Background: an optimization exercise with open tools, aiming at small area, a short achievable clock period and few clock cycles per item. Do not read the settings as production practice.
The RTL was checked by simulation tests, not by an equivalence proof against the original design.

--- flow/run.sh ---
#!/bin/bash
# synth_recipe.tcl (not shown) runs the flow's synth.tcl, then flattens the netlist and writes it again
# the make line also repeats each setting of config.mk as NAME=value (left out here)
make -C /OpenROAD-flow-scripts/flow DESIGN_CONFIG=/design/flow/config.mk WORK_HOME=/design/flow/orfs CLKGATE_MAP_FILE= SYNTH_SCRIPT=/design/flow/synth_recipe.tcl finish
--- flow/config.mk ---
export PLATFORM = sky130hd
export DESIGN_NAME = wfq_sched
export DESIGN_NICKNAME = wfq_sched
export VERILOG_FILES = /design/flow/design.v
export SDC_FILE = /design/flow/constraint.sdc
export NUM_CORES = 4
export LEC_CHECK = 0
export CAP_MARGIN = 20
export CORE_MARGIN = 2
export CORE_UTILIZATION = 25
export PLACE_DENSITY = 0.4
export SLEW_MARGIN = 20
--- flow/constraint.sdc ---
create_clock -name core_clock -period 65.0 [get_ports {clk}]
set_input_delay 13.0000 -clock core_clock [delete_from_list [all_inputs] [get_ports {clk}]]
set_output_delay 13.0000 -clock core_clock [all_outputs]
set_load 0.01 [all_outputs]
--- flow/design.v ---
module wfq_sched (
    input             clk,
    input             rst,           
    input             cmd_valid,
    output            cmd_ready,
    input      [2:0]  cmd_op,
    input      [3:0]  cmd_q,
    input      [63:0] cmd_arg,
    output reg        rsp_valid,
    output reg        rsp_none,
    output reg [3:0]  rsp_q,
    output reg [63:0] rsp_tag
);
    localparam OP_SETW   = 3'd0;
    localparam OP_ELIG   = 3'd1;
    localparam OP_SELECT = 3'd2;
    localparam OP_END    = 3'd3;
    localparam OP_REBASE = 3'd4;
    localparam OP_LOADF  = 3'd5;
    localparam S_IDLE = 2'd0;
    localparam S_DIV  = 2'd1;
    localparam S_FIN  = 2'd2;
    reg [63:0] s_tag [0:15];
    reg [63:0] f_tag [0:15];
    reg [6:0]  weight [0:15];
    reg [15:0] elig;
    reg [63:0] vtime;
    reg [1:0]  state;
    reg [3:0]  end_q;
    reg        end_keep;
    reg [30:0] div_num;      
    reg [30:0] div_quo;
    reg [6:0]  div_rem;
    reg [4:0]  div_cnt;
    assign cmd_ready = (state == S_IDLE);
    wire accept = cmd_valid && cmd_ready;
    function tag_before;
        input [63:0] a;
        input [63:0] b;
        reg   [63:0] d;
        begin
            d = a - b;
            tag_before = d[63];
        end
    endfunction
    reg        sel_found;
    reg [3:0]  sel_q;
    reg [63:0] sel_tag;
    integer i;
    always @(*) begin
        sel_found = 1'b0;
        sel_q = 4'd0;
        sel_tag = vtime;
        for (i = 0; i < 16; i = i + 1) begin
            if (elig[i] && (!sel_found || tag_before(s_tag[i], sel_tag))) begin
                sel_found = 1'b1;
                sel_q = i[3:0];
                sel_tag = s_tag[i];
            end
        end
    end
    wire [63:0] new_f = s_tag[end_q] + {33'd0, div_quo};
    reg  [15:0] elig_after;
    always @(*) begin
        elig_after = elig;
        if (!end_keep)
            elig_after[end_q] = 1'b0;
    end
    reg [63:0] latest_f;
    reg [63:0] fq;
    integer j;
    always @(*) begin
        latest_f = (end_q == 4'd0) ? new_f : f_tag[0];
        for (j = 1; j < 16; j = j + 1) begin
            fq = (end_q == j[3:0]) ? new_f : f_tag[j];
            if (tag_before(latest_f, fq))
                latest_f = fq;
        end
    end
    wire [7:0] trial = {div_rem, div_num[30]};
    wire [7:0] wq    = {1'b0, weight[end_q]};
    wire       fits  = (trial >= wq);
    wire [7:0] trial_left = fits ? (trial - wq) : trial;
    integer k;
    always @(posedge clk) begin
        if (rst) begin
            state     <= S_IDLE;
            elig      <= 16'd0;
            vtime     <= 64'd0;
            rsp_valid <= 1'b0;
            rsp_none  <= 1'b0;
            rsp_q     <= 4'd0;
            rsp_tag   <= 64'd0;
            end_q     <= 4'd0;
            end_keep  <= 1'b0;
            div_num   <= 31'd0;
            div_quo   <= 31'd0;
            div_rem   <= 7'd0;
            div_cnt   <= 5'd0;
            for (k = 0; k < 16; k = k + 1) begin
                s_tag[k]  <= 64'd0;
                f_tag[k]  <= 64'd0;
                weight[k] <= 7'd1;
            end
        end else begin
            rsp_valid <= 1'b0;
            case (state)
                S_IDLE: if (accept) begin
                    case (cmd_op)
                        OP_SETW: begin
                            if (cmd_arg[6:0] != 7'd0)
                                weight[cmd_q] <= cmd_arg[6:0];
                        end
                        OP_ELIG: begin
                            s_tag[cmd_q] <= tag_before(vtime, f_tag[cmd_q]) ? f_tag[cmd_q] : vtime;
                            elig[cmd_q]  <= 1'b1;
                        end
                        OP_SELECT: begin
                            rsp_valid <= 1'b1;
                            rsp_none  <= !sel_found;
                            rsp_q     <= sel_q;
                            rsp_tag   <= sel_tag;
                            vtime     <= sel_tag;
                        end
                        OP_END: begin
                            end_q    <= cmd_q;
                            end_keep <= cmd_arg[16];
                            div_num  <= {cmd_arg[13:0] + 15'd20, 16'd0};
                            div_quo  <= 31'd0;
                            div_rem  <= 7'd0;
                            div_cnt  <= 5'd0;
                            state    <= S_DIV;
                        end
                        OP_REBASE: begin
                            vtime <= cmd_arg;
                            elig  <= 16'd0;
                            for (k = 0; k < 16; k = k + 1) begin
                                s_tag[k] <= cmd_arg;
                                f_tag[k] <= cmd_arg;
                            end
                        end
                        OP_LOADF: begin
                            f_tag[cmd_q] <= cmd_arg;
                        end
                        default: ;
                    endcase
                end
                S_DIV: begin
                    div_rem <= trial_left[6:0];
                    div_quo <= {div_quo[29:0], fits};
                    div_num <= {div_num[29:0], 1'b0};
                    div_cnt <= div_cnt + 5'd1;
                    if (div_cnt == 5'd30)
                        state <= S_FIN;
                end
                S_FIN: begin
                    f_tag[end_q] <= new_f;
                    if (end_keep)
                        s_tag[end_q] <= new_f;
                    elig <= elig_after;
                    if (elig_after == 16'd0)
                        vtime <= latest_f;
                    state <= S_IDLE;
                end
                default: state <= S_IDLE;
            endcase
        end
    end
endmodule
==> notes.md <==
-- per-layer routing --
| metal | GRT usage | part of all wire | routed length [µm] | up-vias |
|---|---|---|---|---|
| li1 | - | - | - | 82400 |
| met1 | 0.357 | 0.42 | 460000 | 92300 |
| met2 | 0.416 | 0.44 | 481000 | 8437 |
| met3 | 0.0524 | 0.087 | 95300 | 1424 |
| met4 | 0.108 | 0.052 | 56500 | 32 |
| met5 | 0 | 0.00019 | 213 | - |
-- final timing paths --
path | endpoint | start | cells past startpoint
worst max-delay path | vtime[32] | elig[0] | 296
worst min-delay path | rsp_tag[5] | rsp_tag[5] | 2
worst min register to register | rsp_tag[5] | rsp_tag[5] | 2
worst max register to register | vtime[32] | elig[0] | 296
-- cells in the final DEF, fill, tap and decap left out, drive strengths merged, types with 69 or more instances in the layout --
master,n
clkbuf,401
nand2b,266
or2,69
o21ai,3291
nand3,134
o211ai,78
nand4,413
nor4,84
inv,1059
nor3,226
nand2,2253
a21oi,2336
a21o,374
a211oi,107
a31oi,70
mux2,183
mux4,675
nor2b,362
clkdlybuf4s50,140
dfxtp,219
o21bai,79
and2,112
nor2,2164
edfxtp,2160
mux2i,557
clkinv,128
xnor2,102
ha,1896
buf,2636
-- per-stage QoR --
step	util	cells	worst slack (ns)
global route	0.306	33700	-0.0686
detailed placement	0.290	33000	-3.15
global placement	0.290	33000	-3.48
CTS	0.304	33600	0.0151
finish	0.306	33700	2.66
floorplan	-	21700	3.89
-- tightest hold or removal path, stage by stage, from the launching register on --
cell	delay, ns
dfxtp_1	0.30
nand2_1	0.05
a21oi_1	0.05
-- cell type report --
cell class	count	area share
Inverter	1047	0.0166
Multi-Input combinational cell	16600	0.493
Antenna cell	39	0.000412
Clock inverter	198	0.0103
Tap cell	10200	0.0541
Clock buffer	397	0.0364
Sequential cell	2379	0.292
Timing Repair Buffer	2781	0.0965
-- registers in the layout, summed over array words and instances, names as in the netlist, 7 cells and up, named ones only --
name	flops
s_tag	1024
rsp_tag	64
div_rem	7
elig	16
f_tag	1024
div_quo	31
weight	112
vtime	64
div_num	15
-- timing repair --
action,CTS,global route
endpoints found under the setup margin,64,132
resized for setup,29,112
pin swaps,7,17
gates cloned,2,8
setup buffers,13,37
-- kinds of logic (layout without fill, tap and decap cells) --
family / after synthesis / count (layout) / synth area share
flip-flops: 2379 / 2379 / 0.357
multiplexers: 1415 / 1415 / 0.118
AND/OR/NAND/NOR: 6299 / 6302 / 0.145
buffers and inverters: 2704 / 4423 / 0.0554
adder cells (fa/ha/maj): 1916 / 1916 / 0.123
XOR/XNOR: 160 / 160 / 0.00732
other: 0 / 39 / 0
AO/OA/AOI/OAI: 6832 / 6832 / 0.194
==> results_dict.tcl <==
set metrics [dict create \
    status "finished clean" \
    grt_max_degree 97 \
    cp_max_fo 74 \
    start_util 0.251 \
    syn_nets 23700 \
    hold_buffers 0 \
    holdWs_ns 0.450 \
    grt_antenna_before_repair 112 \
    routed_wl_um 1090000 \
    grt_util_all_layers 0.265 \
    syn_avg_cell_area_um2 8.95 \
    post-dp-hpwl_um 849000 \
    worstMarginPinSlew_ns 1.28 \
    synth_edf_count 2160 \
    numCtsBuffers 323 \
    path_common_cell "buf_4" \
    die_y_um 885 \
    period_share 0.959 \
    finalSetupViolations 0 \
    drive_gt1_frac 0.193 \
    rows 323 \
    postRouteAntennaNets 0 \
    io_pins 145 \
    root_buffer "clkbuf_16" \
    holdCritPathClass "flop to flop" \
    vias 185000 \
    clk_pin_slew_worst_paths_ns 0.06 \
    register_area_mm2 0.0693 \
    cp_num_buf_inv 60 \
    drv_cap 0 \
    required_ns 65.98 \
    viasPerCell 5.48 \
    synthDistinctLibCells 134 \
    syn-cell-area_mm2 0.194 \
    die_w_um 885 \
    synth_seq_cells 2379 \
    clock_skew_ns 0.130 \
    ys_seq_area_frac 0.357 \
    ys_top_cells_by_area "edfxtp_1 (33%), ha_1 (12%), o21ai_0 (8.4%)" \
    critPathLaunchType "flop" \
    ys_warn_count 1 \
    syn-instance-count 21700 \
    synth.largest_area_cell "edfxtp_1" \
    final_area_mm2 0.237 \
    cp_top_family "compound AO/OA/AOI/OAI gates" \
    area_growth_pct 21.9 \
    avgRoutedWirePerCell_um 32.4 \
    nFillCells 80700 \
    synth.top_cell.area_share 0.334 \
    coreArea_mm2 0.774 \
    fin_tns_setup_ns 0 \
    drc 0 \
    async_flop_share 0 \
    clock_latency_ns 1.09 \
    cp.arrival_ns 63.32 \
    slew-limit-headroom 0.150 \
    gp_congestion 0.953 \
    synth.most_common_cell "o21ai_0" \
    first_iter_violations 22800 \
    cpPeakStageDelay_ns 0.91 \
    cp_slowest_cell "a2111oi_1" \
    path_class "flop to flop" \
    rrSetupSlack_ns 2.66 \
    max_freq_mhz 16.0 \
    multi_input_area_mm2 0.117 \
    synth_common_cells "o21ai_0 (3243), a21oi_1 (2333), nand2_1 (2250)" \
    min_period_ns 62.34 \
    slew_viol_final 0 \
    clock_path_buffers 4 \
    grt_first_pass_wirelength_um 1470000 \
    dominantRegCellSynth "edfxtp_1" \
    grt_pass1_vias 174000 \
    port_buffers 144 \
    post_dp_cell_area_mm2 0.224 \
    fin_nets 25100 \
    cp-end-kind "flop" \
    htree_levels 5 \
    die_area_mm2 0.784 \
    dr.pass1.iters 7 \
    hold_viol_final 0 \
    cts_tree "built" \
    cts_sinks 2379 \
    grt.overflow.total 0 \
]
Testbench counts, summed over its fixed seeds: cycles 318,600, items 24,000.

-- port drivers added, routing unchanged --
No port has a modelled driver above. Below, the same layout with a new extraction and two added sets of constraints.
Step 1 (the two cells are an assumption about what drives the block):
set clk [get_ports {clk}]
set_driving_cell -lib_cell sky130_fd_sc_hd__clkbuf_16 $clk
set_driving_cell -lib_cell sky130_fd_sc_hd__buf_2 [delete_from_list [all_inputs] $clk]
Step 2 adds t to the input delays and takes it off the output delays; t is the mean of the earliest and latest rising clock arrival at the registers after step 1. Input paths then give back, and output paths get back, about the clock's delay inside the block.
a / b / c = ideal ports / drivers / drivers and shift; a / b = the first two.
t, ns: 1.153
slack for setup (ns): 2.655 / 2.655 / 2.655
worst setup path at the end: register to register
After both steps this run still meets setup and hold. The setup slack of this run moves by 0.000 ns with the drivers and by 0.000 ns with both steps.
